This design comes from an exercise in tuning for small area, a short achievable clock period and few clock cycles per item on the open sky130 flow, not from production work.
Where RTL was checked, it was by simulation tests only, not by an equivalence proof against the original.
Power is estimated from default activity; no workload was simulated.

==> flow/design.v <==
module z20_align_add (
    input  wire        clk,
    input  wire        rst,           
    input  wire        in_valid,
    input  wire        in_sub,        
    input  wire [47:0] in_x,          
    input  wire [15:0] in_ex,         
    input  wire [5:0]  in_wx,         
    input  wire [47:0] in_y,
    input  wire [15:0] in_ey,
    input  wire [5:0]  in_wy,
    output reg         out_valid,
    output reg  [47:0] out_z,         
    output reg  [15:0] out_ez,        
    output reg         out_sat        
);
    function [4:0] guard_of(input [5:0] w);
        guard_of = (w >= 6'd47) ? 5'd0 : (w <= 6'd31) ? 5'd16 : (5'd15 - w[4:0]);
    endfunction
    wire [4:0]  gx = guard_of(in_wx);
    wire [4:0]  gy = guard_of(in_wy);
    wire        swap1, dbig1;
    z20_exp_cmp u_cmp (.ex(in_ex), .ey(in_ey), .lt(swap1), .big(dbig1));
    reg         r1_valid;
    reg  [47:0] r1_x, r1_y;
    reg         r1_sub;
    reg         r1_clamp;         
    reg  [15:0] r1_ea;            
    reg  [4:0]  r1_gx, r1_gy;
    reg         r1_swap;          
    reg  [7:0]  r1_dxy, r1_dyx;   
    reg         r1_dbig;          
    always @(posedge clk) begin
        if (rst) r1_valid <= 1'b0;
        else     r1_valid <= in_valid;
        r1_x    <= in_x;
        r1_y    <= in_y;
        r1_sub  <= in_sub;
        r1_clamp <= in_sub & in_y[47] & ~(|in_y[46:0]);
        r1_ea   <= swap1 ? in_ey : in_ex;
        r1_gx   <= gx;
        r1_gy   <= gy;
        r1_swap <= swap1;
        r1_dxy  <= in_ex[7:0] - in_ey[7:0];
        r1_dyx  <= in_ey[7:0] - in_ex[7:0];
        r1_dbig <= dbig1;
    end
    wire [47:0] yn;
    z20_neg u_neg (.y(r1_y), .sub(r1_sub), .clamp(r1_clamp), .yn(yn));
    wire        swap = r1_swap;
    wire [47:0] a    = swap ? yn : r1_x;                      
    wire [47:0] b    = swap ? r1_x : yn;
    wire [15:0] ea   = r1_ea;
    wire [4:0]  g    = swap ? r1_gy : r1_gx;
    wire        dbig = r1_dbig;
    wire [7:0]  d    = swap ? r1_dyx : r1_dxy;
    wire [7:0]  t    = d - {3'd0, g};
    wire        tneg = t[7] & ~dbig;
    wire [4:0]  shl  = tneg ? {1'b0, d[3:0]} : g;            
    wire [5:0]  s    = {((t[5] | t[6]) & ~t[7]) | dbig,
                        ((t[4] | t[6]) & ~t[7]) | dbig,
                        t[3:0] & {4{~t[7]}}};
    wire [48:0] a49;
    wire        abig;
    z20_lsh u_lsh (.a(a), .sh(shl), .z(a49), .big(abig));
    wire [47:0] q;
    wire        up;
    z20_rsh_rne u_rsh (.b(b), .s(s), .q(q), .up(up));
    reg         r2_valid;
    reg  [48:0] r2_a;
    reg         r2_abig;
    reg         r2_asgn;
    reg  [47:0] r2_q;
    reg         r2_up;
    reg  [15:0] r2_ea;
    reg  [4:0]  r2_shl;
    reg         r2_clamp;
    always @(posedge clk) begin
        if (rst) r2_valid <= 1'b0;
        else     r2_valid <= r1_valid;
        r2_a     <= a49;
        r2_abig  <= abig;
        r2_asgn  <= a[47];
        r2_q     <= q;
        r2_up    <= up;
        r2_ea    <= ea;
        r2_shl   <= shl;
        r2_clamp <= r1_clamp;
    end
    wire [47:0] z;
    wire        ovf;
    z20_sum_sat u_sum (.a(r2_a), .big(r2_abig), .asgn(r2_asgn), .q(r2_q), .cin(r2_up),
                       .z(z), .ovf(ovf));
    always @(posedge clk) begin
        if (rst) out_valid <= 1'b0;
        else     out_valid <= r2_valid;
        out_z   <= z;
        out_ez  <= r2_ea - {11'd0, r2_shl};
        out_sat <= ovf | r2_clamp;
    end
endmodule
module z20_exp_cmp (
    input  wire [15:0] ex,
    input  wire [15:0] ey,
    output wire        lt,
    output wire        big
);
    wire [15:0] ua = {~ex[15], ex[14:0]};
    wire [15:0] ub = {~ey[15], ey[14:0]};
    reg  [15:0] l, e;
    integer i, k;
    always @(*) begin
        l = ~ua & ub;
        e = ~(ua ^ ub);
        for (k = 1; k < 16; k = k * 2)
            for (i = 0; i < 16; i = i + 2*k) begin
                l[i] = l[i+k] | (e[i+k] & l[i]);
                e[i] = e[i+k] & e[i];
            end
    end
    assign lt = l[0];
    wire [9:0]  hx = ua[15:6];
    wire [9:0]  hy = ub[15:6];
    reg  [9:0]  px, py;
    always @(*) begin
        px[0] = 1'b1;
        py[0] = 1'b1;
        for (i = 1; i < 10; i = i + 1) begin
            px[i] = px[i-1] & hx[i-1];
            py[i] = py[i-1] & hy[i-1];
        end
    end
    wire        e0  = (hx == hy);
    wire        exy = ((hx ^ hy) == py) & ~(&hy);           
    wire        eyx = ((hx ^ hy) == px) & ~(&hx);           
    assign big = ~(e0 | exy | eyx);
endmodule
module z20_neg (
    input  wire [47:0] y,
    input  wire        sub,
    input  wire        clamp,
    output wire [47:0] yn
);
    reg  [47:0] nz;
    integer i;
    always @(*) begin
        nz[0] = 1'b0;
        for (i = 1; i < 48; i = i + 1) nz[i] = nz[i-1] | y[i-1];
    end
    assign yn = y ^ (({48{sub}} & nz) | {48{clamp}});
endmodule
module z20_lsh (
    input  wire [47:0] a,
    input  wire [4:0]  sh,
    output wire [48:0] z,
    output reg         big
);
    reg  [48:0] v;
    always @(*) begin
        v = {a[47], a};
        if (sh[0]) v = {v[47:0], 1'd0};
        if (sh[1]) v = {v[46:0], 2'd0};
        if (sh[2]) v = {v[44:0], 4'd0};
        if (sh[3]) v = {v[40:0], 8'd0};
        if (sh[4]) v = {a[32:0], 16'd0};
    end
    assign z = v;
    integer k;
    always @(*) begin
        big = 1'b0;
        for (k = 1; k < 16; k = k + 1)
            if (k < sh && (a[47] ^ a[47-k])) big = 1'b1;
    end
endmodule
module z20_rsh_rne (
    input  wire [47:0] b,
    input  wire [5:0]  s,
    output wire [47:0] q,
    output wire        up
);
    reg  [48:0] v;       
    reg         sticky;
    always @(*) begin
        v = {b, 1'b0};
        sticky = 1'b0;
        if (s[5]) begin sticky = sticky | (|v[31:0]); v = {{32{v[48]}}, v[48:32]}; end
        if (s[4]) begin sticky = sticky | (|v[15:0]); v = {{16{v[48]}}, v[48:16]}; end
        if (s[3]) begin sticky = sticky | (|v[7:0]);  v = {{8{v[48]}},  v[48:8]};  end
        if (s[2]) begin sticky = sticky | (|v[3:0]);  v = {{4{v[48]}},  v[48:4]};  end
        if (s[1]) begin sticky = sticky | (|v[1:0]);  v = {{2{v[48]}},  v[48:2]};  end
        if (s[0]) begin sticky = sticky | v[0];       v = {v[48], v[48:1]};        end
    end
    assign q  = v[48:1];
    assign up = v[0] & (sticky | v[1]);
endmodule
module z20_sum_sat (
    input  wire [48:0] a,
    input  wire        big,
    input  wire        asgn,
    input  wire [47:0] q,
    input  wire        cin,
    output wire [47:0] z,
    output wire        ovf
);
    localparam N = 50;
    wire [N-1:0] xa = {a[48], a};
    wire [N-1:0] xb = {{2{q[47]}}, q};
    wire [N-1:0] pp = xa ^ xb;
    reg  [N-1:0] gg, gp;
    reg  [N-1:0] c;          
    integer j, l;
    always @(*) begin
        gg = xa & xb;
        gp = pp;
        gg[0] = gg[0] | (pp[0] & cin);
        for (l = 1; l < 64; l = l * 2)
            for (j = N - 1; j >= 0; j = j - 1)
                if (j & l) begin
                    gg[j] = gg[j] | (gp[j] & gg[((j / l) * l) - 1]);
                    gp[j] = gp[j] & gp[((j / l) * l) - 1];
                end
        c = {gg[N-2:0], cin};
    end
    wire [N-1:0] sum = pp ^ c;
    wire         neg = big ? asgn : sum[49];
    assign ovf = big | (sum[49:47] != {3{sum[49]}});
    assign z   = ovf ? {neg, {47{~neg}}} : sum[47:0];
endmodule
export LEC_CHECK = 0
export CAP_MARGIN = 20
export CORE_MARGIN = 2
export CORE_UTILIZATION = 50
export CTS_BUF_LIST = sky130_fd_sc_hd__clkbuf_8
export SLEW_MARGIN = 20
export SYNTH_HIERARCHICAL = 1
create_clock -name core_clock -period 17.0 [get_ports {clk}]
standard.sh (not shown) runs the stock make flow with config.mk's settings and CLKGATE_MAP_FILE= SYNTH_SCRIPT=/design/flow/synth_recipe.tcl, a recipe that flattens the netlist after the stock synthesis.
==> flow/flow/run.sh <==
#!/bin/bash
# Standard ORFS layout (the standard.sh, unchanged synthesis), with:
#  - port buffers of sky130_fd_sc_hd__buf_1 instead of the default choice
#  - timing repair aiming for 12.5 ns of setup slack at the design's period
#  - clock tree: clkbuf_8 buffers, larger sink clusters, no dummy loads
set -euo pipefail
bash standard.sh SETUP_SLACK_MARGIN=12.5 \
  "BUFFER_PORTS_ARGS=-buffer_cell sky130_fd_sc_hd__buf_1" \
  "CTS_ARGS=-sink_clustering_enable -repair_clock_nets -buf_list sky130_fd_sc_hd__clkbuf_8 -sink_clustering_size 16 -sink_clustering_max_diameter 60 -dont_use_dummy_load" \
  finish > make_finish.log 2>&1
==> next run, changes <==
--- a/flow/design.v
+++ b/flow/design.v
@@ -26,5 +26,5 @@
     reg         r1_sub;
     reg         r1_clamp;         
-    reg  [15:0] r1_ea;            
+    reg  [15:0] r1_ex, r1_ey;
     reg  [4:0]  r1_gx, r1_gy;
     reg         r1_swap;          
@@ -38,5 +38,6 @@
         r1_sub  <= in_sub;
         r1_clamp <= in_sub & in_y[47] & ~(|in_y[46:0]);
-        r1_ea   <= swap1 ? in_ey : in_ex;
+        r1_ex   <= in_ex;
+        r1_ey   <= in_ey;
         r1_gx   <= gx;
         r1_gy   <= gy;
@@ -51,5 +52,5 @@
     wire [47:0] a    = swap ? yn : r1_x;                      
     wire [47:0] b    = swap ? r1_x : yn;
-    wire [15:0] ea   = r1_ea;
+    wire [15:0] ea   = swap ? r1_ey : r1_ex;
     wire [4:0]  g    = swap ? r1_gy : r1_gx;
     wire        dbig = r1_dbig;
What happened: Power rose by a few percent. Sequential power rose by a few percent. Routed wire length rose by a few percent. Area after synthesis rose slightly. Register-to-register slack is about the same. Worst setup slack gets better by 0.052 ns.
Testbench counts after the change, summed over its fixed seeds: cycles 3,224, items 3,200.
The RTL of the first run of this note was laid out without a check of its function.

* * *

yarrow:
z20_align_add, a different RTL version from the one above (not shown whole).
For scale: about 2,200 cells after synthesis, about 350 flip-flops, roughly 210 I/O pins, ~21,000 um2 of cells after synthesis.
==> module z20_align_add, before the edit <==
module z20_align_add (
    input  wire        clk,
    input  wire        rst,           
    input  wire        in_valid,
    input  wire        in_sub,        
    input  wire [47:0] in_x,          
    input  wire [15:0] in_ex,         
    input  wire [5:0]  in_wx,         
    input  wire [47:0] in_y,
    input  wire [15:0] in_ey,
    input  wire [5:0]  in_wy,
    output reg         out_valid,
    output reg  [47:0] out_z,         
    output reg  [15:0] out_ez,        
    output reg         out_sat        
);
    function [4:0] guard_of(input [5:0] w);
        guard_of = (w >= 6'd47) ? 5'd0 : (w <= 6'd31) ? 5'd16 : (5'd15 - w[4:0]);
    endfunction
    wire [4:0]  gx = guard_of(in_wx);
    wire [4:0]  gy = guard_of(in_wy);
    wire        swap1, dbig1;
    z20_exp_cmp u_cmp (.ex(in_ex), .ey(in_ey), .lt(swap1), .big(dbig1));
    reg         r1_valid;
    reg  [47:0] r1_x, r1_y;
    reg         r1_sub;
    reg         r1_clamp;         
    reg  [15:0] r1_ex, r1_ey;
    reg  [4:0]  r1_gx, r1_gy;
    reg         r1_swap;          
    reg  [7:0]  r1_dxy, r1_dyx;   
    reg         r1_dbig;          
    always @(posedge clk) begin
        if (rst) r1_valid <= 1'b0;
        else     r1_valid <= in_valid;
        r1_x    <= in_x;
        r1_y    <= in_y;
        r1_sub  <= in_sub;
        r1_clamp <= in_sub & in_y[47] & ~(|in_y[46:0]);
        r1_ex   <= in_ex;
        r1_ey   <= in_ey;
        r1_gx   <= gx;
        r1_gy   <= gy;
        r1_swap <= swap1;
        r1_dxy  <= in_ex[7:0] - in_ey[7:0];
        r1_dyx  <= in_ey[7:0] - in_ex[7:0];
        r1_dbig <= dbig1;
    end
    wire [47:0] yn;
    z20_neg u_neg (.y(r1_y), .sub(r1_sub), .clamp(r1_clamp), .yn(yn));
    wire        swap = r1_swap;
    wire [47:0] a    = swap ? yn : r1_x;                      
    wire [47:0] b    = swap ? r1_x : yn;
    wire [15:0] ea   = swap ? r1_ey : r1_ex;
    wire [4:0]  g    = swap ? r1_gy : r1_gx;
    wire        dbig = r1_dbig;
    wire [7:0]  d    = swap ? r1_dyx : r1_dxy;
    wire [7:0]  tx   = r1_dxy - {3'd0, r1_gx};
    wire [7:0]  ty   = r1_dyx - {3'd0, r1_gy};
    wire [7:0]  t    = swap ? ty : tx;                       
    wire        tneg = t[7] & ~dbig;
    wire [4:0]  shl  = tneg ? {1'b0, d[3:0]} : g;            
    wire [5:0]  s    = {((t[5] | t[6]) & ~t[7]) | dbig,
                        ((t[4] | t[6]) & ~t[7]) | dbig,
                        t[3:0] & {4{~t[7]}}};
    wire [48:0] a49;
    wire        abig;
    z20_lsh u_lsh (.a(a), .sh(shl), .z(a49), .big(abig));
    wire [47:0] q;
    wire        up;
    z20_rsh_rne u_rsh (.b(b), .s(s), .q(q), .up(up));
    reg         r2_valid;
    reg  [48:0] r2_a;
    reg         r2_abig;
    reg         r2_asgn;
    reg  [47:0] r2_q;
    reg         r2_up;
    reg  [15:0] r2_ea;
    reg  [4:0]  r2_shl;
    reg         r2_clamp;
    always @(posedge clk) begin
        if (rst) r2_valid <= 1'b0;
        else     r2_valid <= r1_valid;
        r2_a     <= a49;
        r2_abig  <= abig;
        r2_asgn  <= a[47];
        r2_q     <= q;
        r2_up    <= up;
        r2_ea    <= ea;
        r2_shl   <= shl;
        r2_clamp <= r1_clamp;
    end
    wire [47:0] z;
    wire        ovf;
    z20_sum_sat u_sum (.a(r2_a), .big(r2_abig), .asgn(r2_asgn), .q(r2_q), .cin(r2_up),
                       .z(z), .ovf(ovf));
    always @(posedge clk) begin
        if (rst) out_valid <= 1'b0;
        else     out_valid <= r2_valid;
        out_z   <= z;
        out_ez  <= r2_ea - {11'd0, r2_shl};
        out_sat <= ovf | r2_clamp;
    end
endmodule
Settings: LEC_CHECK=0, CAP_MARGIN=20, CORE_MARGIN=2, CORE_UTILIZATION=50, CTS_BUF_LIST=sky130_fd_sc_hd__clkbuf_8, SLEW_MARGIN=20, SYNTH_HIERARCHICAL=1; clock period 17.0 ns.
==> flow/flow/run.sh <==
#!/bin/bash
# Standard ORFS layout (the standard.sh, unchanged synthesis), with:
#  - port buffers of sky130_fd_sc_hd__buf_1 instead of the default choice
#  - timing repair aiming for 12 ns of setup slack at the design's period
#  - clock tree: clkbuf_8 buffers, larger sink clusters, no dummy loads
set -euo pipefail
bash standard.sh SETUP_SLACK_MARGIN=12 \
  "BUFFER_PORTS_ARGS=-buffer_cell sky130_fd_sc_hd__buf_1" \
  "CTS_ARGS=-sink_clustering_enable -repair_clock_nets -buf_list sky130_fd_sc_hd__clkbuf_8 -sink_clustering_size 16 -sink_clustering_max_diameter 60 -dont_use_dummy_load" \
  finish > make_finish.log 2>&1
For indigo, these inputs were changed with respect to yarrow:
--- a/flow/design.v
+++ b/flow/design.v
@@ -52,15 +52,13 @@
     wire [47:0] a    = swap ? yn : r1_x;                      
     wire [47:0] b    = swap ? r1_x : yn;
     wire [15:0] ea   = swap ? r1_ey : r1_ex;
     wire [4:0]  g    = swap ? r1_gy : r1_gx;
     wire        dbig = r1_dbig;
     wire [7:0]  d    = swap ? r1_dyx : r1_dxy;
-    wire [7:0]  tx   = r1_dxy - {3'd0, r1_gx};
-    wire [7:0]  ty   = r1_dyx - {3'd0, r1_gy};
-    wire [7:0]  t    = swap ? ty : tx;                       
+    wire [7:0]  t    = d - {3'd0, g};
     wire        tneg = t[7] & ~dbig;
     wire [4:0]  shl  = tneg ? {1'b0, d[3:0]} : g;            
     wire [5:0]  s    = {((t[5] | t[6]) & ~t[7]) | dbig,
                         ((t[4] | t[6]) & ~t[7]) | dbig,
                         t[3:0] & {4{~t[7]}}};
     wire [48:0] a49;
Results
Power: indigo draws more than yarrow. When the final numbers for indigo and yarrow were put side by side, the power density over cell area turned out to be smaller in yarrow. Against yarrow, setup slack of the critical path after layout in indigo came out better. Wire length of the first global-routing pass delta (indigo − yarrow): unfavourable. The compound-gate portion of the synthesized area reported for indigo is smaller than that of yarrow by 0.52 points. Synthesized cell count (lower): indigo. The number of DRC markers in iteration 0 in yarrow is 1.15 times that in indigo. Summary of indigo over yarrow: sequential share of layout area held, maximum frequency went up about 2.8%, pin count of the biggest net entering global routing went down 1. In indigo the post-route fraction of the period consumed by the critical path turned out 0.80 points lower than in yarrow. [compare] base=yarrow new=indigo: overall global routing resource usage went up by 1.8 points; die outline area now sits lower; total met2 wirelength after detailed routing picked up an extra about 10%.
Testbench counts of indigo, summed over its fixed seeds: cycles 3,224, items 3,200.
Only the layout flow was run in yarrow; the RTL was not checked for function there.

port drivers added, routing unchanged:
The results above use ideal ports. As a check the final layouts listed here were re-extracted and re-timed, cells and wires unchanged.
Step 1: set_driving_cell puts a clkbuf_16 on clk and a buf_2 on each other input, an assumption about the parent block.
Step 2, shift: input delay + t, output delay - t, t = (earliest + latest rising clock arrival at the registers) / 2. This alone moves slack from input paths to output paths.
a / b / c = ideal / step 1 / step 2; a / b = the first two.
| run | shift t [ns] | setup WS [ns] | slew at the worst register clock pin (ns) |
|---|---|---|---|
| the first run of note 1 | 0.670 | 12.420 / 12.426 / 11.755 | 0.10 / 0.10 |
| the second run of note 1 | 0.629 | 12.472 / 12.472 / 11.910 | 0.10 / 0.10 |
| yarrow | 0.628 | 12.075 / 12.075 / 11.774 | 0.10 / 0.10 |
| indigo | 0.637 | 12.210 / 12.210 / 11.610 | 0.10 / 0.10 |
After both steps every run listed still meets setup and hold. For the first run of note 1, which loses most, drivers alone change the setup slack by +0.006 ns; drivers and shift together by -0.665 ns.
